What follows belongs to an exercise in optimizing a design on an open flow for small area and a short achievable clock period; a production flow would make more cautious choices. Only simulation tests tie the RTL to the original design; equivalence was not proved. Power is estimated from default activity; no workload was simulated.

==> design/flow/design.v <==
module can_fd_rx (
    input  wire        clk,
    input  wire        rst,
    input  wire        fd_en,
    input  wire        pex_en,
    input  wire        rx_valid,
    input  wire        rx_bit,
    output reg         ev_hdr,
    output reg  [28:0] hdr_ident,
    output reg         hdr_ide,
    output reg         hdr_rtr,
    output reg         hdr_fdf,
    output reg         hdr_brs,
    output reg         hdr_esi,
    output reg  [3:0]  hdr_dlc,
    output reg  [6:0]  hdr_len,
    output reg         ev_word,
    output reg  [3:0]  word_idx,
    output reg  [31:0] word_data,
    output reg         ev_ack,
    output reg         ev_valid,
    output reg         ev_end,
    output reg         ev_eofdom,
    output reg         ev_pex,
    output reg         ev_err,
    output reg  [3:0]  err_kind,
    output reg  [4:0]  err_field
);
    localparam [4:0] F_SOF         = 5'h00;
    localparam [4:0] F_BASE_ID     = 5'h01;
    localparam [4:0] F_RTR_SRR     = 5'h02;
    localparam [4:0] F_IDE         = 5'h03;
    localparam [4:0] F_EXT_ID      = 5'h04;
    localparam [4:0] F_RTR2        = 5'h05;
    localparam [4:0] F_FDF         = 5'h06;
    localparam [4:0] F_RES         = 5'h07;
    localparam [4:0] F_BRS         = 5'h08;
    localparam [4:0] F_ESI         = 5'h09;
    localparam [4:0] F_DLC         = 5'h0A;
    localparam [4:0] F_DATA        = 5'h0B;
    localparam [4:0] F_STUFF_COUNT = 5'h0C;
    localparam [4:0] F_CRC         = 5'h0D;
    localparam [4:0] F_CRC_DELIM   = 5'h0E;
    localparam [4:0] F_ACK         = 5'h0F;
    localparam [4:0] F_ACK_DELIM   = 5'h10;
    localparam [4:0] F_EOF         = 5'h11;
    localparam [3:0] E_STUFF       = 4'h3;
    localparam [3:0] E_FORM        = 4'h4;
    localparam [3:0] E_CRC         = 4'h5;
    localparam [3:0] E_STUFF_COUNT = 4'h6;
    localparam [14:0] POLY15 = 15'h4599;
    localparam [16:0] POLY17 = 17'h1685B;
    localparam [20:0] POLY21 = 21'h102899;
    function [6:0] data_len;
        input [3:0] d;
        input       fd;
        input       remote;
        begin
            if (fd) begin
                case (d)
                    4'd9:    data_len = 7'd12;
                    4'd10:   data_len = 7'd16;
                    4'd11:   data_len = 7'd20;
                    4'd12:   data_len = 7'd24;
                    4'd13:   data_len = 7'd32;
                    4'd14:   data_len = 7'd48;
                    4'd15:   data_len = 7'd64;
                    default: data_len = {3'd0, d};
                endcase
            end else if (remote) begin
                data_len = 7'd0;
            end else if (d > 4'd8) begin
                data_len = 7'd8;
            end else begin
                data_len = {3'd0, d};
            end
        end
    endfunction
    function [14:0] crc15_step;
        input [14:0] c;
        input        b;
        begin
            crc15_step = {c[13:0], 1'b0} ^ ((b ^ c[14]) ? POLY15 : 15'd0);
        end
    endfunction
    function [16:0] crc17_step;
        input [16:0] c;
        input        b;
        begin
            crc17_step = {c[15:0], 1'b0} ^ ((b ^ c[16]) ? POLY17 : 17'd0);
        end
    endfunction
    function [20:0] crc21_step;
        input [20:0] c;
        input        b;
        begin
            crc21_step = {c[19:0], 1'b0} ^ ((b ^ c[20]) ? POLY21 : 21'd0);
        end
    endfunction
    reg        active;      
    reg [4:0]  cur;         
    reg [9:0]  left;        
    reg [20:0] acc;         
    reg        dyn;         
    reg        fixed;       
    reg        tail;        
    reg        msg_open;    
    reg [2:0]  run;
    reg        last;
    reg [4:0]  sfield;      
    reg [2:0]  stuffc;      
    reg [4:0]  tailn;       
    reg        wide;        
    reg [3:0]  crc_err;
    reg [14:0] crc15;
    reg [16:0] crc17;
    reg [20:0] crc21;
    reg [3:0]  sc;
    reg [10:0] base;
    reg        b2;
    reg        ide;
    reg [17:0] ext;
    reg        rtr;
    reg        fd;
    reg        brs;
    reg        esi;
    reg [6:0]  n;
    reg [7:0]  byte_sr;
    reg [2:0]  nb;
    reg [6:0]  k;           
    reg [31:0] word;        
    reg        a_n, dyn_n, fixed_n, tail_n, msg_n, last_n, wide_n, fd_n;
    reg [4:0]  cur_n, sfield_n, tailn_n;
    reg [9:0]  left_n;
    reg [20:0] acc_n;
    reg [2:0]  run_n, stuffc_n, nb_n;
    reg [3:0]  crc_err_n, sc_n;
    reg [14:0] crc15_n;
    reg [16:0] crc17_n;
    reg [20:0] crc21_n;
    reg [10:0] base_n;
    reg        b2_n, ide_n, rtr_n, brs_n, esi_n;
    reg [17:0] ext_n;
    reg [6:0]  n_n, k_n;
    reg [7:0]  byte_n;
    reg [31:0] word_n;
    reg        e_hdr, e_word, e_ack, e_valid, e_end, e_eofdom, e_pex, e_err;
    reg [3:0]  e_kind;
    reg [4:0]  e_field;
    reg [3:0]  e_widx;
    reg [31:0] e_wdata;
    reg [3:0]  e_dlc;
    reg [9:0]  lft;
    reg [20:0] v;
    reg [2:0]  gray_cnt;
    task go;
        input [4:0] code;
        input [9:0] bits;
        begin
            cur_n  = code;
            left_n = bits;
        end
    endtask
    task fail;
        input [3:0] kind;
        input [4:0] field;
        begin
            e_err   = 1'b1;
            e_kind  = kind;
            e_field = field;
            a_n     = 1'b0;
        end
    endtask
    task bad;
        input [4:0] field;
        begin
            if (pex_en) begin
                e_pex = 1'b1;
                a_n   = 1'b0;
            end else
                fail(E_FORM, field);
        end
    endtask
    task end_data;
        begin
            msg_n = 1'b0;
            if (fd_n) begin
                dyn_n    = 1'b0;
                fixed_n  = 1'b1;
                sfield_n = F_STUFF_COUNT;
                wide_n   = (n_n > 7'd16);
                tailn_n  = 5'd0;
                go(F_STUFF_COUNT, 10'd4);
            end else begin
                go(F_CRC, 10'd15);
            end
        end
    endtask
    always @* begin
        a_n = active; cur_n = cur; left_n = left; acc_n = acc;
        dyn_n = dyn; fixed_n = fixed; tail_n = tail; msg_n = msg_open;
        run_n = run; last_n = last; sfield_n = sfield; stuffc_n = stuffc;
        tailn_n = tailn; wide_n = wide; crc_err_n = crc_err;
        crc15_n = crc15; crc17_n = crc17; crc21_n = crc21; sc_n = sc;
        base_n = base; b2_n = b2; ide_n = ide; ext_n = ext; rtr_n = rtr;
        fd_n = fd; brs_n = brs; esi_n = esi; n_n = n;
        byte_n = byte_sr; nb_n = nb; k_n = k; word_n = word;
        e_hdr = 1'b0; e_word = 1'b0; e_ack = 1'b0; e_valid = 1'b0;
        e_end = 1'b0; e_eofdom = 1'b0; e_pex = 1'b0; e_err = 1'b0;
        e_kind = 4'd0; e_field = 5'd0; e_widx = 4'd0; e_wdata = 32'd0;
        e_dlc = 4'd0;
        lft = 10'd0; v = 21'd0; gray_cnt = 3'd0;
        if (rx_valid) begin
            if (!active) begin
                if (!rx_bit) begin
                    a_n = 1'b1; dyn_n = 1'b1; fixed_n = 1'b0; tail_n = 1'b0;
                    msg_n = 1'b1; last_n = 1'b0; run_n = 3'd1;
                    sfield_n = F_SOF; stuffc_n = 3'd0; tailn_n = 5'd0;
                    crc_err_n = 4'd0; fd_n = 1'b0; wide_n = 1'b0;
                    brs_n = 1'b0; esi_n = 1'b0;
                    crc15_n = crc15_step(15'd0, 1'b0);
                    crc17_n = crc17_step(17'h10000, 1'b0);
                    crc21_n = crc21_step(21'h100000, 1'b0);
                    nb_n = 3'd0; k_n = 7'd0; word_n = 32'd0;
                    go(F_BASE_ID, 10'd11);
                end
            end else if (fixed) begin
                fixed_n = 1'b0;
                if (rx_bit == last)
                    fail(E_STUFF, sfield);
                else
                    last_n = rx_bit;
            end else if (dyn && run == 3'd5) begin
                if (rx_bit == last)
                    fail(E_STUFF, sfield);
                else begin
                    last_n = rx_bit;
                    run_n = 3'd1;
                    stuffc_n = stuffc + 3'd1;
                    if (msg_open) begin
                        crc17_n = crc17_step(crc17, rx_bit);
                        crc21_n = crc21_step(crc21, rx_bit);
                    end
                    if (tail) dyn_n = 1'b0;
                end
            end else begin
                if (dyn) begin
                    run_n = (rx_bit == last) ? run + 3'd1 : 3'd1;
                    if (msg_open) begin
                        crc15_n = crc15_step(crc15, rx_bit);
                        crc17_n = crc17_step(crc17, rx_bit);
                        crc21_n = crc21_step(crc21, rx_bit);
                    end
                end
                last_n = rx_bit;
                sfield_n = cur;
                lft = left - 10'd1;
                left_n = lft;
                v = {acc[19:0], rx_bit};
                if (cur == F_EOF) begin
                    if (!rx_bit) begin
                        if (lft != 10'd0) begin
                            fail(E_FORM, F_EOF);
                        end else begin
                            e_eofdom = 1'b1;
                            a_n = 1'b0;
                        end
                    end else if (lft == 10'd1) begin
                        e_valid = 1'b1;
                    end else if (lft == 10'd0) begin
                        e_end = 1'b1;
                        a_n = 1'b0;
                    end
                end else begin
                    if (cur == F_DATA) begin
                        byte_n = {byte_sr[6:0], rx_bit};
                        nb_n = nb + 3'd1;
                        if (nb == 3'd7) begin
                            case (k[1:0])
                                2'd0: word_n = {24'd0, byte_n};
                                2'd1: word_n = {16'd0, byte_n, word[7:0]};
                                2'd2: word_n = {8'd0, byte_n, word[15:0]};
                                default: word_n = {byte_n, word[23:0]};
                            endcase
                            k_n = k + 7'd1;
                            if (k_n[1:0] == 2'd0 || k_n == n) begin
                                e_word = 1'b1;
                                e_widx = k[5:2];
                                e_wdata = word_n;
                            end
                        end
                    end else begin
                        acc_n = v;
                        if (fd && (cur == F_STUFF_COUNT || cur == F_CRC)) begin
                            tailn_n = tailn + 5'd1;
                            if (tailn_n[1:0] == 2'd0 &&
                                tailn_n < (wide ? 5'd25 : 5'd21))
                                fixed_n = 1'b1;
                        end
                        if (fd && cur == F_STUFF_COUNT) begin
                            crc17_n = crc17_step(crc17, rx_bit);
                            crc21_n = crc21_step(crc21, rx_bit);
                        end
                    end
                    if (lft == 10'd0) begin
                        case (cur)
                            F_BASE_ID: begin
                                base_n = v[10:0];
                                go(F_RTR_SRR, 10'd1);
                            end
                            F_RTR_SRR: begin
                                b2_n = rx_bit;
                                go(F_IDE, 10'd1);
                            end
                            F_IDE: begin
                                ide_n = rx_bit;
                                if (rx_bit)
                                    go(F_EXT_ID, 10'd18);
                                else begin
                                    rtr_n = b2;
                                    go(F_FDF, 10'd1);
                                end
                            end
                            F_EXT_ID: begin
                                ext_n = v[17:0];
                                go(F_RTR2, 10'd1);
                            end
                            F_RTR2: begin
                                rtr_n = rx_bit;
                                go(F_FDF, 10'd1);
                            end
                            F_FDF: begin
                                if (rx_bit) begin
                                    if (!fd_en)
                                        bad(F_FDF);
                                    else begin
                                        fd_n = 1'b1;
                                        go(F_RES, 10'd1);
                                    end
                                end else if (ide)
                                    go(F_RES, 10'd1);
                                else
                                    go(F_DLC, 10'd4);
                            end
                            F_RES: begin
                                if (!fd)
                                    go(F_DLC, 10'd4);
                                else if (rx_bit)
                                    bad(F_RES);
                                else
                                    go(F_BRS, 10'd1);
                            end
                            F_BRS: begin
                                brs_n = rx_bit;
                                go(F_ESI, 10'd1);
                            end
                            F_ESI: begin
                                esi_n = rx_bit;
                                go(F_DLC, 10'd4);
                            end
                            F_DLC: begin
                                e_dlc = v[3:0];
                                n_n = data_len(v[3:0], fd, rtr);
                                e_hdr = 1'b1;
                                if (n_n != 7'd0)
                                    go(F_DATA, {n_n, 3'b000});
                                else
                                    end_data;
                            end
                            F_DATA: begin
                                end_data;
                            end
                            F_STUFF_COUNT: begin
                                sc_n = v[3:0];
                                go(F_CRC, wide ? 10'd21 : 10'd17);
                            end
                            F_CRC: begin
                                if (!fd) begin
                                    crc_err_n = (v[14:0] != crc15) ? E_CRC : 4'd0;
                                    tail_n = 1'b1;
                                    if (run_n != 3'd5) dyn_n = 1'b0;
                                end else begin
                                    gray_cnt = sc[3:1] ^ (sc[3:1] >> 1) ^ (sc[3:1] >> 2);
                                    if ((^sc) || gray_cnt != stuffc)
                                        crc_err_n = E_STUFF_COUNT;
                                    else if (wide ? (v[20:0] != crc21) : (v[16:0] != crc17))
                                        crc_err_n = E_CRC;
                                    else
                                        crc_err_n = 4'd0;
                                end
                                go(F_CRC_DELIM, 10'd1);
                            end
                            F_CRC_DELIM: begin
                                if (!rx_bit)
                                    fail(E_FORM, F_CRC_DELIM);
                                else begin
                                    if (crc_err == 4'd0) e_ack = 1'b1;
                                    go(F_ACK, 10'd1);
                                end
                            end
                            F_ACK: begin
                                go(F_ACK_DELIM, 10'd1);
                            end
                            F_ACK_DELIM: begin
                                if (!rx_bit)
                                    fail(E_FORM, F_ACK_DELIM);
                                else if (crc_err != 4'd0)
                                    fail(crc_err, F_ACK_DELIM);
                                else
                                    go(F_EOF, 10'd7);
                            end
                            default: begin
                                a_n = 1'b0;
                            end
                        endcase
                    end
                end
            end
        end
    end
    always @(posedge clk) begin
        if (rst) begin
            active    <= 1'b0;
            ev_hdr    <= 1'b0;
            ev_word   <= 1'b0;
            ev_ack    <= 1'b0;
            ev_valid  <= 1'b0;
            ev_end    <= 1'b0;
            ev_eofdom <= 1'b0;
            ev_pex    <= 1'b0;
            ev_err    <= 1'b0;
        end else begin
            active    <= a_n;
            ev_hdr    <= e_hdr;
            ev_word   <= e_word;
            ev_ack    <= e_ack;
            ev_valid  <= e_valid;
            ev_end    <= e_end;
            ev_eofdom <= e_eofdom;
            ev_pex    <= e_pex;
            ev_err    <= e_err;
        end
        cur <= cur_n; left <= left_n; acc <= acc_n;
        dyn <= dyn_n; fixed <= fixed_n; tail <= tail_n; msg_open <= msg_n;
        run <= run_n; last <= last_n; sfield <= sfield_n; stuffc <= stuffc_n;
        tailn <= tailn_n; wide <= wide_n; crc_err <= crc_err_n;
        crc15 <= crc15_n; crc17 <= crc17_n; crc21 <= crc21_n; sc <= sc_n;
        base <= base_n; b2 <= b2_n; ide <= ide_n; ext <= ext_n; rtr <= rtr_n;
        fd <= fd_n; brs <= brs_n; esi <= esi_n; n <= n_n;
        byte_sr <= byte_n; nb <= nb_n; k <= k_n; word <= word_n;
        if (e_hdr) begin
            hdr_ident <= ide ? {base, ext} : {18'd0, base};
            hdr_ide   <= ide;
            hdr_rtr   <= rtr;
            hdr_fdf   <= fd;
            hdr_brs   <= brs;
            hdr_esi   <= esi;
            hdr_dlc   <= e_dlc;
            hdr_len   <= n_n;
        end
        if (e_word) begin
            word_idx  <= e_widx;
            word_data <= e_wdata;
        end
        if (e_err) begin
            err_kind  <= e_kind;
            err_field <= e_field;
        end
    end
endmodule
==> design/flow/run.sh <==
#!/bin/bash
# synth_recipe.tcl (not shown) runs the flow's synth.tcl, then flattens the netlist and writes it again
# the make line also repeats each setting of config.mk as NAME=value (left out here)
make -C /OpenROAD-flow-scripts/flow DESIGN_CONFIG=/design/flow/config.mk WORK_HOME=/design/flow/orfs CLKGATE_MAP_FILE= SYNTH_SCRIPT=/design/flow/synth_recipe.tcl finish
==> design/flow/config.mk <==
export PLATFORM = sky130hd
export DESIGN_NAME = can_fd_rx
export DESIGN_NICKNAME = can_fd_rx
export VERILOG_FILES = /design/flow/design.v
export SDC_FILE = /design/flow/constraint.sdc
export NUM_CORES = 4
export LEC_CHECK = 0
export CAP_MARGIN = 20
export CORE_MARGIN = 2
export CORE_UTILIZATION = 40
export PLACE_DENSITY = 0.6
export SLEW_MARGIN = 20
==> design/flow/constraint.sdc <==
create_clock -name core_clock -period 5.0 [get_ports {clk}]
set_input_delay 1.0000 -clock core_clock [delete_from_list [all_inputs] [get_ports {clk}]]
set_output_delay 1.0000 -clock core_clock [all_outputs]
set_load 0.01 [all_outputs]
==> summary.txt <==
- Cts-stage hold buffer count: 0
- Total number of vias: about 9600
- Number of antenna diodes: 0
- Launching point of the worst reg2reg path: left[0]
- Crit path max fanout: 47
- GR Util All Layers: about 18%
- CTS buffer count: 30
- # setup viols final: 0
- Placeable core area: 35300 sq um
- Final instance count without filler cells: 1755
- Switching power: 1.22 mW
- Fin Clk Skew: between 10 and 15 ps
- Leakage dissipation: 5.34 nW
- TritonCTS clock tree: done
- Count of nets left with antenna violations after detail routing: 0
- Clk network pwr share: approximately two fifths
- Yosys warns: 1
- Area used by multi-input combinational logic: 5070 sq um
- Half-perimeter wire length after placement: ~23 mm
- Fraction of final layout cells with drive strength greater than 1: under 10%
- Count of max-cap constraint violations: 0
- Setup crit start kind: register
- Number of synthesized register bits: between 200 and 300
- Starting density of the core: around two fifths
- Routed wirelength normalized by instance count: 19.3 um
- Sequential fraction of the synthesis area: 61.8%
- Number of nets in the layout: around 1300
- Reg-to-reg endpoint: hdr_ident[16]
- Fin util: 46.9%
- Mean Syn Cell Area: between 10 and 15 sq um
- Time the final worst path needs with I/O delays and setup: roughly 3600 ps
- Final routed DRC violation total: 0
- Die ar.: 37100 sq um
- Most frequently used flop master after synthesis: sky130_fd_sc_hd__edfxtp_1
- Max H-tree Level: 1
- Overall power: 5.36 mW
- Fill cells: 3167
- Die width: between 150 and 200 um
- Worst-case headroom to the max-slew limit: a little over a third
- Via count of the first global-routing pass: just over 9000
- Async set-or-reset flop fraction in the synthesized netlist: 0%
- Worst path slowest cell: sky130_fd_sc_hd__inv_2
- Worst path arrival time: roughly 3800 ps
- Clock transition at path regs: ~70 ps
- Maximum number of buffers from clock root to sink: 3
- Total length of routed wires: between 30 and 40 mm
- Number of detailed-routing iterations run before antenna repair: 5
- Worst hold slack: a little under 500 ps
- Hold Path Class: register to register
- CP required: between 5000 and 6000 ps
- Starting DRT DRC Count: between 900 and 1000
- Share of total power in combinational logic: between 6 and 7%
- Root buffer selected by CTS: sky130_fd_sc_hd__clkbuf_16
- I/O pin count: 104
- Number of slew-limit violations in the final report: 0
- Sequential share of power: between 50 and 60%
- Post-route clock period utilization: 71.5%
- Sinks on Clock Net: about 300
- Distinct cell type count of the synthesized netlist: 70
- Port bufs: about 100
- Critical Path Sink Type: register
- Largest incremental delay on the critical path: 820 ps
- Transition time at the pin with the least slew margin: roughly 980 ps
- Post-CTS sizing: 0
- Initial antenna violation count: 0
- Critical Setup Path Class: register to register
- Switching power share of the total: a little under a quarter
- Worst hold path stage count: 0
- Setup slack of the worst register-to-register path: between 1000 and 1500 ps
- Die span in y: a little under 200 um
- Outcome: timing/DRC/antenna clean
- Final number of hold-violating endpoints: 0
- Leading cell types in the layout, fill and taps excluded: sky130_fd_sc_hd__edfxtp_1, sky130_fd_sc_hd__nand2_1, sky130_fd_sc_hd__clkdlybuf4s50_1
- Cells after Synth: 1200
- Site row count: 69
- Destination of the worst hold path: acc[18]
- Post-Synthesis Net Count: between 1000 and 1500
- Sequential standard cell area: around 9000 sq um
- Area growth from synthesis to layout: 16.6%
- Pwr per Cell Area: about 320 nW/um^2
- Global-route wire length before repair: between 50 and 60 mm
- Final GP Congestion: just over 0.9
- Register-to-Register Path Depth: 7
- Clock insertion delay at the later pin of the skew report: between 500 and 600 ps
- Pint: approximately 4.1 mW
- Peak supply drop: between 200 and 250 uV
- Final global-route overflow total: 0
- Mapped cell area: between 10000 and 15000 sq um
- RSZ-0062 raised after global routing: no
- Setup Buffers After CTS: 0
- Mean number of vias per cell: roughly 5.5
- Worst-path cell chain: inv_1, ha_1, or2_1, o32ai_2, and3_2, nand3_2, inv_2
- Number of synthesized flops with an enable pin: 282
- Timing-limited maximum frequency: roughly 280 MHz
- Most common cell after layout, fill and taps aside: sky130_fd_sc_hd__edfxtp_1
- Placed instance count: around 1700
- Worst Hold Launch: acc[17]
- Maximum number of pins on one net before global-route repair: 59
- Final setup TNS: 0 ps
-- final cells by class --
type / count / share of cell area (%)
timing repair buffer: 117 / 6.81
tap: 461 / 3.48
sequential: 298 / 53.0
clock inverter: 9 / 0.551
inverter: 16 / 0.362
clock buffer: 47 / 5.16
multi-input combinational: 807 / 30.6
-- power by group through the flow --
stage	clock network, mW	registers (mW)	logic (mW)
floorplan	0	2.88	0.267
global placement	0	2.91	0.336
detailed placement	0	2.92	0.341
CTS	2.21	2.86	0.342
global route	2.29	2.87	0.380
finish	2.15	2.86	0.342
-- synth_stat cells (all sizes together), types with 3 or more instances --
library cell	n	area, sq um
o22ai	8	50.1
nor3	26	145
xor2	52	455
or3	9	56.3
nand4	19	119
o31ai	3	22.5
a31oi	12	81.3
nor3b	9	67.6
edfxtp	282	8470
dfxtp	16	320
or2	5	31.3
a211oi	6	45.0
and3	23	145
o211ai	17	128
nand2	116	435
nand2b	11	68.8
mux2	13	146
a21o	3	22.5
nor2	101	389
a21oi	66	330
mux2i	5	50.1
o41ai	3	26.3
buf	26	133
a22oi	11	82.6
inv	15	56.3
or4	4	30.0
a22o	9	78.8
o21a	7	52.6
and2	53	332
nor4	35	294
o21ai	37	185
nor2b	8	50.1
ha	17	213
nand3	49	265
clkbuf	53	199
xnor2	43	377
and4bb	3	37.5
-- metal layers --
| metal | vias to the layer above | GRT usage (%) | routed length, um |
|---|---|---|---|
| met2 | 319 | 28.2 | 15300 |
| met4 | 0 | 5.40 | 863 |
| met3 | 56 | 3.15 | 2320 |
| li1 | 4551 | - | - |
| met1 | 4663 | 26.5 | 15400 |
| met5 | - | 0 | 0 |
-- worst max path at each step --
stage / endpoint / slack (ps) / from
after floorplan: word_data[0] / 170 / k[0]
after global placement: hdr_brs / 1220 / rx_valid
after detailed placement: hdr_esi / 1160 / rx_valid
after CTS: word_data[18] / 1280 / k[0]
after global routing: hdr_dlc[2] / 1140 / left[0]
final: hdr_ident[16] / 1420 / left[0]
-- worst max-delay path: cells and delay by family, from the launching register on --
kind	cells	cell delay (ps)
adder cells (fa/ha/maj)	1	240
flip-flops	1	530
AO/OA/AOI/OAI	1	320
buffers and inverters	2	940
AND/OR/NAND/NOR	3	1110
-- cells by family (layout without fill, tap and decap cells) --
group                      after synthesis  count (layout)  synth area share [%]
and+or+nand+nor                        475             475                  17.6
DFF                                    298             298                  61.8
AOI/OAI and AO/OA                      200             200                  8.94
xor gates and xnor gates                96              96                  6.01
buffers and inverters                   95             189                  2.75
muxes                                   18              18                  1.38
adders and majority gates               17              17                  1.50
other                                    1               1                0.0264
-- stage by stage --
stage / instance area [sq um] / setup slack, ps
after floorplan: 14200 / 169
after global placement: 15600 / 1220
after detailed placement: 15600 / 1160
after CTS: 16600 / 1280
after global routing: 16600 / 1140
final: 16600 / 1420
-- flip-flops by register name (all words and copies together), names as in the netlist, 4 cells and up --
register and cells:
acc 20, base 11, ext 18, word_idx 4, left 10, crc15 15, sfield 5, hdr_ident 29
cur 5, n 7, tailn 5, word_data 32, hdr_dlc 4, hdr_len 7, k 7, crc17 17
byte_sr 7, word 24, sc 4, crc21 21, err_field 5

[what the ideal ports hide]
No port has a modelled driver above. Below, the same layout with a new extraction and two added sets of constraints.
Step 1: set_driving_cell puts a clkbuf_16 on clk and a buf_2 on each other input, an assumption about the parent block.
Step 2, shift: input delay + t, output delay - t, t = (earliest + latest rising clock arrival at the registers) / 2. This alone moves slack from input paths to output paths.
a / b / c = ideal ports / drivers / drivers and shift; a / b = the first two.
shift t [ns]: 0.602
slack for setup (ns): 1.423 / 1.423 / 1.099
worst hold slack (ns): 0.489 / 0.489 / 0.489
After both steps setup and hold are still met in this run. For this run, drivers alone change the setup slack by 0.000 ns; drivers and shift together by -0.324 ns.
